From an optimization exercise on the open Yosys and OpenROAD flow, aimed at small area, a short achievable clock period and few clock cycles; shortcuts taken in it are not production practice.
Only simulation tests tie the RTL to the original design; equivalence was not proved.

## flow/design.v (module list and top-level ports; edited modules follow where they fit)
// module kk7_elem_decode: 50 lines
// module kk7_elem_align: 38 lines
// module kk7_shift: 13 lines
// module kk7_fmt_reg: 15 lines
// module kk7_add17: 3 lines
// module kk7_fa: 4 lines
// module kk7_ha: 4 lines
// module kk7_align: 1141 lines
module kk7_align (
    input  wire         clk,
    input  wire         rst,
    input  wire         in_valid,
    output wire         in_ready,
    input  wire [511:0] in_elem,      
    input  wire [3:0]   in_afmt,
    input  wire [7:0]   in_ascale,
    input  wire [7:0]   in_mscale,
    output reg          out_valid,
    output reg  [383:0] out_q,        
    output reg  [9:0]   out_ea,       
    output reg  [16:0]  out_sum,      
    output reg          out_nan,
    output reg  [5:0]   out_zeroed,
    output reg  [5:0]   out_clipped
);
  // ...
==> flow/flow/run.sh <==
#!/bin/bash
# The standard layout (standard.sh: the standard flow's synthesis and ORFS flow, unchanged),
# with the port buffers that global placement inserts made the library's
# smallest buffer (sky130_fd_sc_hd__buf_1) instead of the cell buffer_ports
# picks on its own. make's full output goes to flow_make.log here; each ORFS
# step keeps its own log under orfs/logs/.
set -euo pipefail
export BUFFER_PORTS_ARGS="-buffer_cell sky130_fd_sc_hd__buf_1"
bash standard.sh > flow_make.log 2>&1
==> flow/standard.sh <==
#!/bin/bash
# synth_recipe.tcl (not shown) runs the flow's synth.tcl, then flattens the netlist and writes it again
# the make line also repeats each setting of config.mk as NAME=value (left out here)
make -C /OpenROAD-flow-scripts/flow DESIGN_CONFIG=/design/flow/config.mk WORK_HOME=/design/flow/orfs CLKGATE_MAP_FILE= SYNTH_SCRIPT=/design/flow/synth_recipe.tcl "${@:-finish}"
==> flow/config.mk <==
export PLATFORM = sky130hd
export DESIGN_NAME = kk7_align
export DESIGN_NICKNAME = kk7_align
export VERILOG_FILES = /design/flow/design.v
export SDC_FILE = /design/flow/constraint.sdc
export NUM_CORES = 4
export LEC_CHECK = 0
export CAP_MARGIN = 20
export CORE_MARGIN = 2
export CORE_UTILIZATION = 55
export SLEW_MARGIN = 20
export SYNTH_HIERARCHICAL = 1
==> flow/constraint.sdc <==
create_clock -name core_clock -period 110.0 [get_ports {clk}]
set_input_delay 22.0000 -clock core_clock [delete_from_list [all_inputs] [get_ports {clk}]]
set_output_delay 22.0000 -clock core_clock [all_outputs]
set_load 0.01 [all_outputs]
==> notes.md, run 1 <==
- Status: complete, no violations
- Total core area: 167,000 µm²
- Top Registers: elem: 512 flops, out_q: 384 flops, out_sum: 17 flops
- Synth warnings: 8
- GRT met2 Usage: 72.5%
- Period utilization: 21.5%
- Min-Delay Endpoint: out_valid
- Synthesized area: 92,400 µm²
- Layout area overhead: 9.15%
- Tap Cells: 2,204
- Register Area: 19,700 µm²
- NumNets Final: 12.5k
- Post-synthesis cell count: 9,830
- Fraction of the yosys area taken by sequential cells: 21.3%
- Top routing layer in use: met5
- Fmax: 42.3 MHz
- Setup TNS: 0 ns
- Multi-input gate area: 68,600 µm²
- Num ports: 961
- Worst-Margin Slew: 1.42 ns
- Worst-path clk slew: 0.07 ns
- Total Routed Length: 464 mm
- Hold Crit Depth: 1
- Slew Viols, Final: 0
- Syn_area_per_cell: 9.40 µm²
- Fillers: 14.0k
- Post-route cell area: 101,000 µm²
- Critical Path Source Type: register
- Count leader, synth: dfxtp_1
- Worst hold margin: 0.463 ns
- Die height: 414 µm
- Critical Path Source: out_sum[14]
- Crit path buffers/inverters: 1
- Final hold violation count: 0
- R2R setup slack: 87.14 ns
- Initial antenna violation count: 38
- Post-DP HPWL: 380 mm
Testbench counts, summed over its fixed seeds: cycles 16,016.
==> module kk7_elem_decode, before the edit <==
module kk7_elem_decode (
    input  wire [15:0] code,
    input  wire        f43,      
    input  wire        f52,      
    input  wire        f32,      
    input  wire        f23,      
    input  wire        f21,      
    input  wire        fint,     
    input  wire        fbf,      
    output wire        sign,
    output wire [7:0]  neeff,    
    output wire [7:0]  x,
    output wire        is_nan,
    output wire        is_inf
);
    wire [15:0] c = code;
    wire f4x = f43 | f23;        
    wire f5x = f52 | f32;        
    wire [7:0] ef;
    assign ef[0] = (f4x & c[3]) | (f5x & c[2]) | (f21 & c[1]) | (fbf & c[7]);
    assign ef[1] = (f4x & c[4]) | (f5x & c[3]) | (f21 & c[2]) | (fbf & c[8]);
    assign ef[2] = (f43 & c[5]) | (f5x & c[4]) | (fbf & c[9]);
    assign ef[3] = (f43 & c[6]) | (f52 & c[5]) | (fbf & c[10]);
    assign ef[4] = (f52 & c[6]) | (fbf & c[11]);
    assign ef[7:5] = fbf ? c[14:12] : 3'd0;
    wire h = |ef;
    wire top = (f52 & (&c[6:2])) | (fbf & (&c[14:7]));
    wire mz  = fbf ? (c[6:0] == 7'd0) : (c[1:0] == 2'd0);
    assign is_inf = top & mz;
    assign is_nan = (top & ~mz) | (f43 & (&c[6:0]));
    assign neeff = ~{ef[7:1], (ef[0] & ~top) | ~h};
    wire [6:0] u = c[6:0] ^ {7{c[7]}};
    wire [7:0] mag;
    wire [7:0] cy;
    assign cy[0] = c[7];
    genvar i;
    generate
        for (i = 0; i < 7; i = i + 1) begin : inc
            kk7_ha u_ha (.a(u[i]), .b(cy[i]), .s(mag[i]), .co(cy[i+1]));
        end
    endgenerate
    assign mag[7] = cy[7];
    assign x[0] = fint ? mag[0] : (c[0] | top);
    assign x[1] = fint ? mag[1] : f21 ? h : (c[1] | top);
    assign x[2] = fint ? mag[2] : f5x ? h : (f4x | fbf) & (c[2] | top);
    assign x[3] = fint ? mag[3] : f4x ? h : fbf & (c[3] | top);
    assign x[6:4] = fint ? mag[6:4] : {3{fbf}} & (c[6:4] | {3{top}});
    assign x[7] = fint ? mag[7] : fbf & h;
    assign sign = (f43 | f52 | fint) ? c[7] : (f32 | f23) ? c[5] : f21 ? c[3] : c[15];
endmodule
==> module kk7_shift, before the edit <==
module kk7_shift (
    input  wire [4:0]  a,
    input  wire        far,
    input  wire        kill,
    input  wire [7:0]  x,
    output wire [10:0] t,
    output wire        rb
);
    wire [7:0]  xg = kill ? 8'd0 : x;
    wire [38:0] sh = {xg, 31'd0} >> a;
    assign t  = far ? 11'd0 : sh[18:8];
    assign rb = ~far & sh[7] & ((|sh[6:0]) | sh[8]);
endmodule
==> run 2: changes to the inputs <==
--- a/flow/design.v
+++ b/flow/design.v
@@ -42,9 +42,10 @@
     assign mag[7] = cy[7];
-    assign x[0] = fint ? mag[0] : (c[0] | top);
-    assign x[1] = fint ? mag[1] : f21 ? h : (c[1] | top);
-    assign x[2] = fint ? mag[2] : f5x ? h : (f4x | fbf) & (c[2] | top);
-    assign x[3] = fint ? mag[3] : f4x ? h : fbf & (c[3] | top);
-    assign x[6:4] = fint ? mag[6:4] : {3{fbf}} & (c[6:4] | {3{top}});
-    assign x[7] = fint ? mag[7] : fbf & h;
-    assign sign = (f43 | f52 | fint) ? c[7] : (f32 | f23) ? c[5] : f21 ? c[3] : c[15];
+    wire fhi = f4x | f5x | fbf;
+    assign x[0] = (fint & mag[0]) | (~fint & c[0]) | top;
+    assign x[1] = (fint & mag[1]) | (f21 & h) | (fhi & c[1]) | top;
+    assign x[2] = (fint & mag[2]) | (f5x & h) | ((f4x | fbf) & c[2]) | (fbf & top);
+    assign x[3] = (fint & mag[3]) | (f4x & h) | (fbf & (c[3] | top));
+    assign x[6:4] = ({3{fint}} & mag[6:4]) | ({3{fbf}} & (c[6:4] | {3{top}}));
+    assign x[7] = (fint & mag[7]) | (fbf & h);
+    assign sign = ((f43 | f52 | fint) & c[7]) | ((f32 | f23) & c[5]) | (f21 & c[3]) | (fbf & c[15]);
 endmodule
@@ -96,6 +97,22 @@
 );
-    wire [7:0]  xg = kill ? 8'd0 : x;
-    wire [38:0] sh = {xg, 31'd0} >> a;
-    assign t  = far ? 11'd0 : sh[18:8];
-    assign rb = ~far & sh[7] & ((|sh[6:0]) | sh[8]);
+    wire [38:28] f1 = a[0] ? {1'b0, x, 2'b0} : {x, 3'b0};
+    wire [38:28] ff = a[1] ? {2'b0, f1[38:30]} : f1;
+    wire zr = far | kill;
+    wire c3 = (a[4:2] == 3'd3) & ~zr;
+    wire c4 = (a[4:2] == 3'd4) & ~zr;
+    wire c5 = (a[4:2] == 3'd5) & ~zr;
+    wire c6 = (a[4:2] == 3'd6) & ~zr;
+    wire c7 = (a[4:2] == 3'd7) & ~zr;
+    wire [66:0] fz = {28'd0, ff, 28'd0};      
+    wire [18:7] o;
+    genvar p;
+    generate
+        for (p = 7; p < 19; p = p + 1) begin : ob
+            assign o[p] = (c3 & fz[p + 12]) | (c4 & fz[p + 16]) | (c5 & fz[p + 20]) |
+                          (c6 & fz[p + 24]) | (c7 & fz[p + 28]);
+        end
+    endgenerate
+    wire sticky = (c6 & (|ff[30:28])) | (c7 & (|ff[34:28]));
+    assign t  = o[18:8];
+    assign rb = o[7] & (sticky | o[8]);
 endmodule
==> notes.md, run 2 <==
- R2R setup slack: 86.62 ns (-0.52 ns)
- Area leader, netlist: dfxtp_1
- EDFF count, synth: 0
- Synth top cells by count: dfxtp_1 (984), nand2_1 (749), fa_1 (684)
- Multi-input gate area: 63,800 µm² (-6.9%)
- Post-synthesis cell count: 8,907 (-9.4%)
- Share of layout cells above drive strength 1: 8.73%
- Worst hold margin: 0.458 ns (-0.00476 ns)
- Worst-Margin Slew: 1.40 ns (-0.0183 ns)
- TritonCTS Buffers: 89
- HP Class: reg2reg
- Total core area: 158,000 µm² (-5.4%)
- Initial DRC count: 14.3k
- Fraction of the yosys area taken by sequential cells: 22.6% (+1.2 points)
- Final core occ: 60.4%
- Worst Setup Slack, final: 86.62 ns
- Final min period: 23.38 ns
- RSZ-0062 raised after global routing: false
- CP Class: reg2reg
- Layout area overhead: 9.30%
- Avg WL per Cell: 37.5 µm
- Die width: 402 µm
- Final hold violation count: 0 (unchanged)
- Num ports: 961 (unchanged)
- DRT Pass-1 Iters: 13
- Final non-filler cell total: 11.9k
- CTS max path bufs: 3
- Fmax: 42.8 MHz (+1.1%)
- Post-DP HPWL: 365 mm (-4.0%)
- Initial antenna violation count: 61 (+61%)
- Max_slew headroom: 6.83%
- CP dominant cell by count: fa_1
- Post-route cell area: 95,400 µm² (-5.4%)
- Die height: 402 µm (-2.8%)
- Commonest non-fill, non-tap cell in the layout: dfxtp_1
- Max FFs per register: 512
- Slowest stage delay, CP: 0.94 ns
- Post-DRT Antenna Nets: 1
- Register Area: 19,700 µm² (about the same)
- Top Registers: elem: 512 flops, out_q: 384 flops, out_sum: 17 flops
- Synthesized area: 87,300 µm² (-5.5%)
- # H-tree levels: 3
- Rows: 146
- Count leader, synth: dfxtp_1
- Syn_area_per_cell: 9.80 µm² (+4.3%)
- Clk sink count: 984
- Overflow after GRT: 0
- Fillers: 13.1k (-6.5%)
- Pre-CTS WS: 86.68 ns
- Slew Viols, Final: 0 (unchanged)
- Max cap viols: 0
- Distinct cells, synth: 92
- Initial core utilization: 55.3%
- NumNets Final: 11.6k (-7.0%)
- Total Routed Length: 445 mm (-4.0%)
- Most flop-heavy register: elem
- SO Viols: antenna violations
- Crit-path slowest cell: o31a_2
- Synth warnings: 8 (unchanged)
- Drt drc: 0
- Most frequent cells in the layout: dfxtp_1 (964), buf_1 (958), nand2_1 (748)
- Hold buffers post-CTS: 0
- Vias per std cell: 7.20
- Vias in the first global route: 80.6k
- Clk latency of the worst-skew pair: 0.79 ns
- TritonCTS clock tree: built
- Setup Skew: 0.0333 ns
- Synth Flop Type: dfxtp_1
- Setup TNS: 0 ns (unchanged)
- Setup violations, final: 0
- Crit. End Element: register
- First-pass GRT wire length: 608 mm
- Die Area: 162,000 µm²
- Status: failed layout checks
- Synth async-reset ratio: 0%
- Req. time, crit path: 110.69 ns
- Post-CTS Setup Bufs: 0
- I/O Buffers: 959
- Top post-synthesis cells by area: dfxtp_1 (23%), fa_1 (16%), ha_1 (9.7%)
- Cts repair resizes: 0
- Arrival time worst endpoint: 24.07 ns
- Period utilization: 21.3% (-0.23 points)
- #FFs+latches synth: 984
- Clock root buffer: clkbuf_16
- CP Max Fanout: 72
- Critical Path Source Type: register
- Share of the synthesized area in the top cell type: 22.6%
- Dpl cells: 11.7k
- Worst-path clk slew: 0.06 ns (about the same)
- Placer Congestion: 1.16
- Via count: 85.6k
- DP Area: 92,000 µm²
- GRT Overall Usage: 53.1%
- Largest net degree at the start of global routing: 80
==> run 2: cell count changes after synthesis, moves of 65 or more <==
cell,before,now
a21oi_1,331,253
a22oi_1,70,295
and3_1,14,111
clkbuf_1,245,153
nand2_1,576,749
nand2b_1,209,48
nand3_1,133,261
nand3b_1,225,2
nor2_1,712,465
nor3_1,289,164
nor4b_1,66,1
or2_1,97,1
or2_2,67,1
==> run 2: final cells by class <==
class | instances | share of cell area (%)
Tap cell | 2072 | 2.72
Clock buffer | 122 | 2.62
Timing Repair Buffer | 1165 | 5.41
Multi-Input combinational cell | 7224 | 66.9
Inverter | 237 | 0.937
Sequential cell | 984 | 20.7
Clock inverter | 44 | 0.667
Antenna cell | 29 | 0.0760
==> run 2: final timing paths <==
path	to	cells after the start	start
max reg2reg	out_sum[14]	57	fmt[0].u_fmt.fbf
min reg2reg	out_valid	1	v1
min	out_valid	1	v1
max	out_sum[14]	57	fmt[0].u_fmt.fbf
==> run 2: per-module statistics from Yosys (local to each module, per instance) <==
module           cells  flip-flops and latches  area, µm²  copies in the design
kk7_add17          119                       0        850                     1
kk7_align         1875                     956      25000                     1
kk7_elem_align      26                       0        199                    32
kk7_elem_decode     77                       0        474                    32
kk7_fa               1                       0       20.0                   682
kk7_fmt_reg         18                       7        220                     4
kk7_ha               1                       0       12.5                   655
kk7_shift           69                       0        537                    32
==> run 2: kinds of logic (layout without fill, tap and decap cells) <==
group                      Yosys count  in the layout  share of synthesized area [%]
and+or+nand+nor                   2637           2637                           16.4
DFF                                984            984                           22.6
muxes                              544            544                           8.12
other                                1             31                        0.00429
adders and majority gates         1362           1362                           25.4
xor gates and xnor gates           714            714                           7.16
AOI/OAI and AO/OA                 1965           1965                           15.6
buffers and inverters              700           1568                           4.82
==> run 2: routing by layer <==
metal / track usage (%) / vias to the layer above / wire (µm)
met5: 1.55 / - / 733
met4: 43.5 / 40 / 46600
met3: 25.5 / 1968 / 70800
met2: 71.6 / 7780 / 172000
met1: 63.5 / 41100 / 156000
li1: - / 34700 / -
==> run 2: worst max-delay path: cells and delay by family (launching register included) <==
| kind | cells | cell delay [ns] |
|---|---|---|
| xor gates and xnor gates | 4 | 0.91 |
| adders and majority gates | 18 | 8.03 |
| AOI/OAI and AO/OA | 15 | 5.59 |
| DFF | 1 | 0.49 |
| and+or+nand+nor | 13 | 5.69 |
| buffers and inverters | 7 | 2.44 |
Testbench counts of run 2, summed over its fixed seeds: cycles 16,016.

afterwards: timing with drivers on the ports:
In the flow no input, the clock included, has a driving cell. The finished layouts below were timed again as built, in two steps. Step 1 assumes that a clkbuf_16 drives the clock port and a buf_2 every other input. Step 2, shift: input delay + t, output delay - t, t = (earliest + latest rising clock arrival at the registers) / 2. This alone moves slack from input paths to output paths. Three values: ideal, step 1, step 2; two values: the first two.
run | t (ns) | setup WS [ns] | worst setup path after step 2 | slew at the worst register clock pin (ns) | worst data-port slew with drivers (ns)
run 1 | 0.893 | 86.368 / 86.268 / 86.157 | input to register | 0.09 / 0.09 | 0.08
run 2 | 0.879 | 86.618 / 86.593 / 86.618 | register to register | 0.07 / 0.07 | 0.07
The setup slack of run 1, which loses most, moves by -0.100 ns with the drivers and by -0.211 ns with both steps.
